From an optimization exercise on the open Yosys and OpenROAD flow, aimed at small area, a short achievable clock period and few clock cycles per item; shortcuts taken in it are not production practice. Only simulation tests tie the RTL to the original design; equivalence was not proved.

raven:
## sht_codegen
module sht_codegen (
  input  wire         clk,
  input  wire         rst,           
  input  wire [127:0] key,           
  input  wire         req_valid,
  output wire         req_ready,
  input  wire         req_fixed,     
  input  wire [31:0]  req_frame,     
  input  wire [31:0]  req_salt,      
  input  wire [5:0]   req_addr,      
  input  wire [23:0]  req_train,     
  input  wire [5:0]   req_pulses,    
  input  wire [4:0]   req_window,    
  output wire         off_valid,
  input  wire         off_ready,
  output wire [9:0]   off_data,      
  output wire         off_last,      
  output reg  [15:0]  keychk,
  output reg          keychk_valid
);
Size: roughly 6200 cells after synthesis, ~1200 flip-flops, ~270 I/O pins, about 0.071 mm2 of cells after synthesis.
export LEC_CHECK = 0
export CAP_MARGIN = 20
export CELL_PAD_IN_SITES_DETAIL_PLACEMENT = 2
export CELL_PAD_IN_SITES_GLOBAL_PLACEMENT = 2
export CORE_MARGIN = 2
export CORE_UTILIZATION = 30
export CTS_CLUSTER_DIAMETER = 200
export CTS_CLUSTER_SIZE = 20
export PLACE_DENSITY = 0.5
export SETUP_SLACK_MARGIN = 5
export SLEW_MARGIN = 20
export TNS_END_PERCENT = 0
create_clock -name core_clock -period 12.0 [get_ports {clk}]
standard.sh (not shown) runs the stock make flow with config.mk's settings and CLKGATE_MAP_FILE= SYNTH_SCRIPT=/design/flow/synth_recipe.tcl, a recipe that flattens the netlist after the stock synthesis.
==> flow/flow/run.sh <==
#!/bin/bash
set -euo pipefail
W=$(pwd)
export FLOW_ABC_SCRIPT="$W/flow/abc.script"
export FLOW_REF_SYNTH="$W/synth_recipe.tcl"
bash standard.sh SYNTH_SCRIPT="$W/flow/synth_abc.tcl" synth > "$W/synth.log" 2>&1
bash standard.sh SETUP_SLACK_MARGIN=8.75 finish > "$W/layout.log" 2>&1
==> flow/flow/abc.script <==
strash
&get -n
&dch -f
&nf
&put
==> flow/flow/synth_abc.tcl <==
# The standard flow's synthesis script (synth_recipe.tcl), with ABC's mapping script
# replaced by flow/abc.script. Everything else, flip-flop mapping included,
# is unchanged.
proc abc {args} {
  set i [lsearch -exact $args -script]
  if { $i >= 0 } {
    lset args [expr { $i + 1 }] $::env(FLOW_ABC_SCRIPT)
  }
  yosys abc {*}$args
}
source $::env(FLOW_REF_SYNTH)
raven completed end to end with timing, DRC and antenna clean.
Testbench counts of raven, summed over its fixed seeds: cycles 37,634, items 25,639.
## Diff of input files: amber against raven
Settings: TNS_END_PERCENT: 0 -> unset.
-- flow/flow/run.sh --
<<< raven, line 2
>>> amber, line 2
# Own layout flow: the standard flow (standard.sh), except that the
# synthesis maps the combinational logic with an area-oriented ABC script
# (flow/abc.script) that keeps the XOR gates of the AES datapath as XOR
# cells. Registers are mapped before ABC runs, so they are the standard
# synthesis's. Each step's output goes to a log file in this folder.
<<< raven, line 7
bash standard.sh SETUP_SLACK_MARGIN=8.75 finish > "$W/layout.log" 2>&1
>>> amber, line 12
bash standard.sh SETUP_SLACK_MARGIN=8 finish > "$W/layout.log" 2>&1
==> run notes <==
- Sort raven and amber by global-route usage over all layers asc -> top: amber
- The run showing the greater count of clock buffers in the final design is amber.
- amber vs raven: vias per cell up slightly
#### Input delta (maple over amber)
Settings: ABC_AREA newly set to 1; CTS_CLUSTER_DIAMETER removed (was 200); CTS_CLUSTER_SIZE removed (was 20).
-- flow/flow/run.sh --
<<< amber, line 12
bash standard.sh SETUP_SLACK_MARGIN=8 finish > "$W/layout.log" 2>&1
>>> maple, line 12
bash standard.sh SETUP_SLACK_MARGIN=8.25 finish > "$W/layout.log" 2>&1
### Flow results
- Count of multi-input combinational gates: maple vs amber — no meaningful difference
- Going from amber to maple, non-filler instance count after layout climbed about 4%, least setup slack across all paths after layout climbed 220 ps.
- A kind of critical path of in -> reg is what amber shows, while reg -> out belongs to maple.
- Looking at non-clock buffer count, maple sits about 50% higher than amber does.
For violet, these inputs were changed with respect to maple:
Settings: TNS_END_PERCENT now 0, previously not set; CTS_CLUSTER_SIZE now 20, previously not set; ABC_AREA no longer set, was 1; CTS_CLUSTER_DIAMETER now 200, previously not set.
==> flow/flow/run.sh <==
#!/bin/bash
set -euo pipefail
W=$(pwd)
export FLOW_ABC_SCRIPT="$W/flow/abc.script"
export FLOW_REF_SYNTH="$W/synth_recipe.tcl"
bash standard.sh SYNTH_SCRIPT="$W/flow/synth_abc.tcl" synth > "$W/synth.log" 2>&1
bash standard.sh SETUP_SLACK_MARGIN=8.25 finish > "$W/layout.log" 2>&1
## What came out
violet vs maple — slew of the pin with the lowest slew margin dropped 50 ps.
In violet, the ratio of final minimum period to clock period came out 1.6 points above the value in maple.
violet improves on maple in global-route wire length before repair.

Starting RTL as in the previous note.
export LEC_CHECK = 0
export CAP_MARGIN = 20
export CELL_PAD_IN_SITES_DETAIL_PLACEMENT = 2
export CELL_PAD_IN_SITES_GLOBAL_PLACEMENT = 2
export CORE_MARGIN = 2
export CORE_UTILIZATION = 30
export CTS_CLUSTER_DIAMETER = 200
export CTS_CLUSTER_SIZE = 20
export PLACE_DENSITY = 0.5
export SETUP_SLACK_MARGIN = 5
export SLEW_MARGIN = 20
create_clock -name core_clock -period 12.0 [get_ports {clk}]
==> flow/flow/run.sh <==
#!/bin/bash
set -euo pipefail
W=$(pwd)
export FLOW_ABC_SCRIPT="$W/flow/abc.script"
export FLOW_REF_SYNTH="$W/synth_recipe.tcl"
bash standard.sh SYNTH_SCRIPT="$W/flow/synth_abc.tcl" synth > "$W/synth.log" 2>&1
bash standard.sh SETUP_SLACK_MARGIN=8.4 finish > "$W/layout.log" 2>&1
Scripts as last shown in full above: flow/flow/abc.script, flow/flow/synth_abc.tcl
Testbench counts at the start, summed over its fixed seeds: cycles 37,634, items 25,639.
Change:
--- a/flow/flow/run.sh
+++ b/flow/flow/run.sh
@@ -7 +7 @@
-bash standard.sh SETUP_SLACK_MARGIN=8.4 finish > "$W/layout.log" 2>&1
+bash standard.sh SETUP_SLACK_MARGIN=8.25 finish > "$W/layout.log" 2>&1
- CORE_UTILIZATION: 30 -> 45
- PLACE_DENSITY: 0.5 -> 0.6
What happened: Final area fell by 6.2%; die area fell by 33%; clock skew rose by 7.1 ps; first-iteration DRC count rose by 68%.

Another version of the RTL of sht_codegen (not shown whole).
For scale: about 1000 flip-flops, ~0.069 mm^2 of cells after synthesis.
export LEC_CHECK = 0
export ABC_AREA = 1
export CAP_MARGIN = 20
export CELL_PAD_IN_SITES_DETAIL_PLACEMENT = 2
export CELL_PAD_IN_SITES_GLOBAL_PLACEMENT = 2
export CORE_MARGIN = 2
export CORE_UTILIZATION = 30
export PLACE_DENSITY = 0.5
export SETUP_SLACK_MARGIN = 5
export SLEW_MARGIN = 20
create_clock -name core_clock -period 12.0 [get_ports {clk}]
==> flow/flow/run.sh <==
#!/bin/bash
# Own layout flow: the standard flow (standard.sh), except that the
# synthesis maps the combinational logic with an area-oriented ABC script
# (flow/abc.script) that keeps the XOR gates of the AES datapath as XOR
# cells. Registers are mapped before ABC runs, so they are the standard
# synthesis's. Each step's output goes to a log file in this folder.
set -euo pipefail
W=$(pwd)
export FLOW_ABC_SCRIPT="$W/flow/abc.script"
export FLOW_REF_SYNTH="$W/synth_recipe.tcl"
bash standard.sh SYNTH_SCRIPT="$W/flow/synth_abc.tcl" synth > "$W/synth.log" 2>&1
bash standard.sh SETUP_SLACK_MARGIN=6.5 finish > "$W/layout.log" 2>&1
Scripts as last shown in full above: flow/flow/abc.script, flow/flow/synth_abc.tcl
Testbench counts at the start, summed over its fixed seeds: cycles 37,634, items 25,639.
Change:
--- a/flow/flow/run.sh
+++ b/flow/flow/run.sh
@@ -11,2 +11,2 @@
 bash standard.sh SYNTH_SCRIPT="$W/flow/synth_abc.tcl" synth > "$W/synth.log" 2>&1
-bash standard.sh SETUP_SLACK_MARGIN=6.5 finish > "$W/layout.log" 2>&1
+bash standard.sh SETUP_SLACK_MARGIN=8 finish > "$W/layout.log" 2>&1
==> flow/flow/abc.script (replaced) <==
strash
dch
map -a
topo
Result: Setup slack improves by 0.38 ns. Fmax came out higher by a little under a tenth. Core utilization grows by 10 points. Design area rose by a quarter to a third. Wire length grows by about a fifth. Clock skew hardly moves. Via count grows by a quarter to a third. Sequential cell count stays the same. Area after synthesis barely changes.
Change:
--- a/flow/flow/run.sh
+++ b/flow/flow/run.sh
@@ -11,2 +11,2 @@
 bash standard.sh SYNTH_SCRIPT="$W/flow/synth_abc.tcl" synth > "$W/synth.log" 2>&1
-bash standard.sh SETUP_SLACK_MARGIN=8 finish > "$W/layout.log" 2>&1
+bash standard.sh finish > "$W/layout.log" 2>&1
==> flow/flow/abc.script (replaced) <==
strash
&get -n
&dch -f
&nf
&put
What happened:
- sequential share of layout area went up by 8.9 points
- critical path depth went down by 11
- final cell count went down by 19%
- die area barely changes
- worst setup slack degrades by 1.0 ns

run A:
sht_codegen, a different RTL version from the one above (not shown whole).
Size in the first run: ~6200 cells after synthesis, roughly 1100 flip-flops, roughly 270 I/O pins, roughly 72000 sq um of cells after synthesis.
Design sht_codegen, start of the top module:
module sht_codegen (
  input  wire         clk,
  input  wire         rst,           
  input  wire [127:0] key,           
  input  wire         req_valid,
  output wire         req_ready,
  input  wire         req_fixed,     
  input  wire [31:0]  req_frame,     
  input  wire [31:0]  req_salt,      
  input  wire [5:0]   req_addr,      
  input  wire [23:0]  req_train,     
  input  wire [5:0]   req_pulses,    
  input  wire [4:0]   req_window,    
  output wire         off_valid,
  input  wire         off_ready,
  output wire [9:0]   off_data,      
  output wire         off_last,      
  output reg  [15:0]  keychk,
  output reg          keychk_valid
);
export LEC_CHECK = 0
export ABC_AREA = 1
export CAP_MARGIN = 20
export CELL_PAD_IN_SITES_DETAIL_PLACEMENT = 2
export CELL_PAD_IN_SITES_GLOBAL_PLACEMENT = 2
export CORE_MARGIN = 2
export CORE_UTILIZATION = 30
export PLACE_DENSITY = 0.5
export SETUP_SLACK_MARGIN = 5
export SLEW_MARGIN = 20
create_clock -name core_clock -period 12.0 [get_ports {clk}]
==> flow/flow/run.sh <==
#!/bin/bash
# Own layout flow: the standard flow (standard.sh), except that the
# synthesis maps the combinational logic with an area-oriented ABC script
# (flow/abc.script) that keeps the XOR gates of the AES datapath as XOR
# cells. Registers are mapped before ABC runs, so they are the standard
# synthesis's. Each step's output goes to a log file in this folder.
set -euo pipefail
W=$(pwd)
export FLOW_ABC_SCRIPT="$W/flow/abc.script"
export FLOW_REF_SYNTH="$W/synth_recipe.tcl"
bash standard.sh SYNTH_SCRIPT="$W/flow/synth_abc.tcl" synth > "$W/synth.log" 2>&1
bash standard.sh SETUP_SLACK_MARGIN=7.5 finish > "$W/layout.log" 2>&1
==> flow/flow/abc.script <==
strash
&get -n
&dch -f
&nf
&put
Scripts as last shown in full above: flow/flow/synth_abc.tcl
Testbench counts of run A, summed over its fixed seeds: cycles 37,634, items 25,639.
Edits applied to the flow inputs when going from run A to run B:
-- flow/flow/run.sh --
<<< run A, line 10
export FLOW_REF_SYNTH="$W/synth_recipe.tcl"
bash standard.sh SYNTH_SCRIPT="$W/flow/synth_abc.tcl" synth > "$W/synth.log" 2>&1
bash standard.sh SETUP_SLACK_MARGIN=7.5 finish > "$W/layout.log" 2>&1
>>> run B, line 10
export FLOW_REF_SYNTH="$W/synth_recipe.tcl"
bash standard.sh SYNTH_SCRIPT="$W/flow/synth_abc.tcl" synth > "$W/synth.log" 2>&1
bash standard.sh SETUP_SLACK_MARGIN=8.5 finish > "$W/layout.log" 2>&1
Results
Run B went all the way through synthesis, placement and routing and the layout is clean on timing, DRC and antenna.
Per the comparison of run B with run A, share of cell area taken by flip-flops and latches dropped 5.8 points, share of the clock period used by the worst path decreased 4.6 points, wire length up 22 mm, final cell area excluding filler cells climbed 17%, non-clock buffer count has increased.
Going from run A to run B, the number of inserted filler cells in the final layout was found to have gone down by 4.3%.
Run comparison: run A end of the critical path rk[24]; run B end of the critical path es[7]
The count of clock-buffer cells in the layout in run B sits 7 above the value recorded for run A.

-- separate check: timing with driven ports --
Ports are ideal in the flow. The routed layouts listed here were re-timed in OpenROAD. Step 1 (the two cells are an assumption about what drives the block):
set clk [get_ports {clk}]
set_driving_cell -lib_cell sky130_fd_sc_hd__clkbuf_16 $clk
set_driving_cell -lib_cell sky130_fd_sc_hd__buf_2 [delete_from_list [all_inputs] $clk]
Step 2 moves the port delays by t, midway between the first and last clock arrival at a register: inputs arrive t later, outputs are due t later. That takes back most of the time a late clock gives input paths. Slacks: ideal / step 1 / step 2; pairs: ideal / step 1.
| run | shift t [ns] | slack for setup (ns) | slew at the worst register clock pin (ns) | pins driven straight from the clock port |
|---|---|---|---|---|
| raven | 0.820 | 8.172 / 8.153 / 7.415 | 0.11 / 0.11 | 1 |
| amber | 0.815 | 7.954 / 8.012 / 7.204 | 0.10 / 0.10 | 1 |
| maple | 0.885 | 8.171 / 8.078 / 7.446 | 0.06 / 0.06 | 1 |
| violet | 0.826 | 7.979 / 7.932 / 7.226 | 0.10 / 0.10 | 1 |
| the first run of note 2 | 0.832 | 8.262 / 8.170 / 7.649 | 0.11 / 0.11 | 1 |
| the second run of note 2 | 0.804 | 7.987 / 7.987 / 7.420 | 0.11 / 0.11 | 1 |
| the first run of note 3 | 0.880 | 6.738 / 6.738 / 6.482 | 0.07 / 0.07 | 1 |
| the second run of note 3 | 0.885 | 7.122 / 7.122 / 7.122 | 0.07 / 0.07 | 1 |
| the third run of note 3 | 0.883 | 6.118 / 6.118 / 6.118 | 0.07 / 0.07 | 1 |
| run A | 0.901 | 7.471 / 7.535 / 6.635 | 0.07 / 0.07 | 1 |
| run B | 0.905 | 8.026 / 8.026 / 7.636 | 0.07 / 0.07 | 1 |
After both steps every run listed still meets setup and hold. The setup slack of run A, which loses most, moves by +0.064 ns with the drivers and by -0.836 ns with both steps.
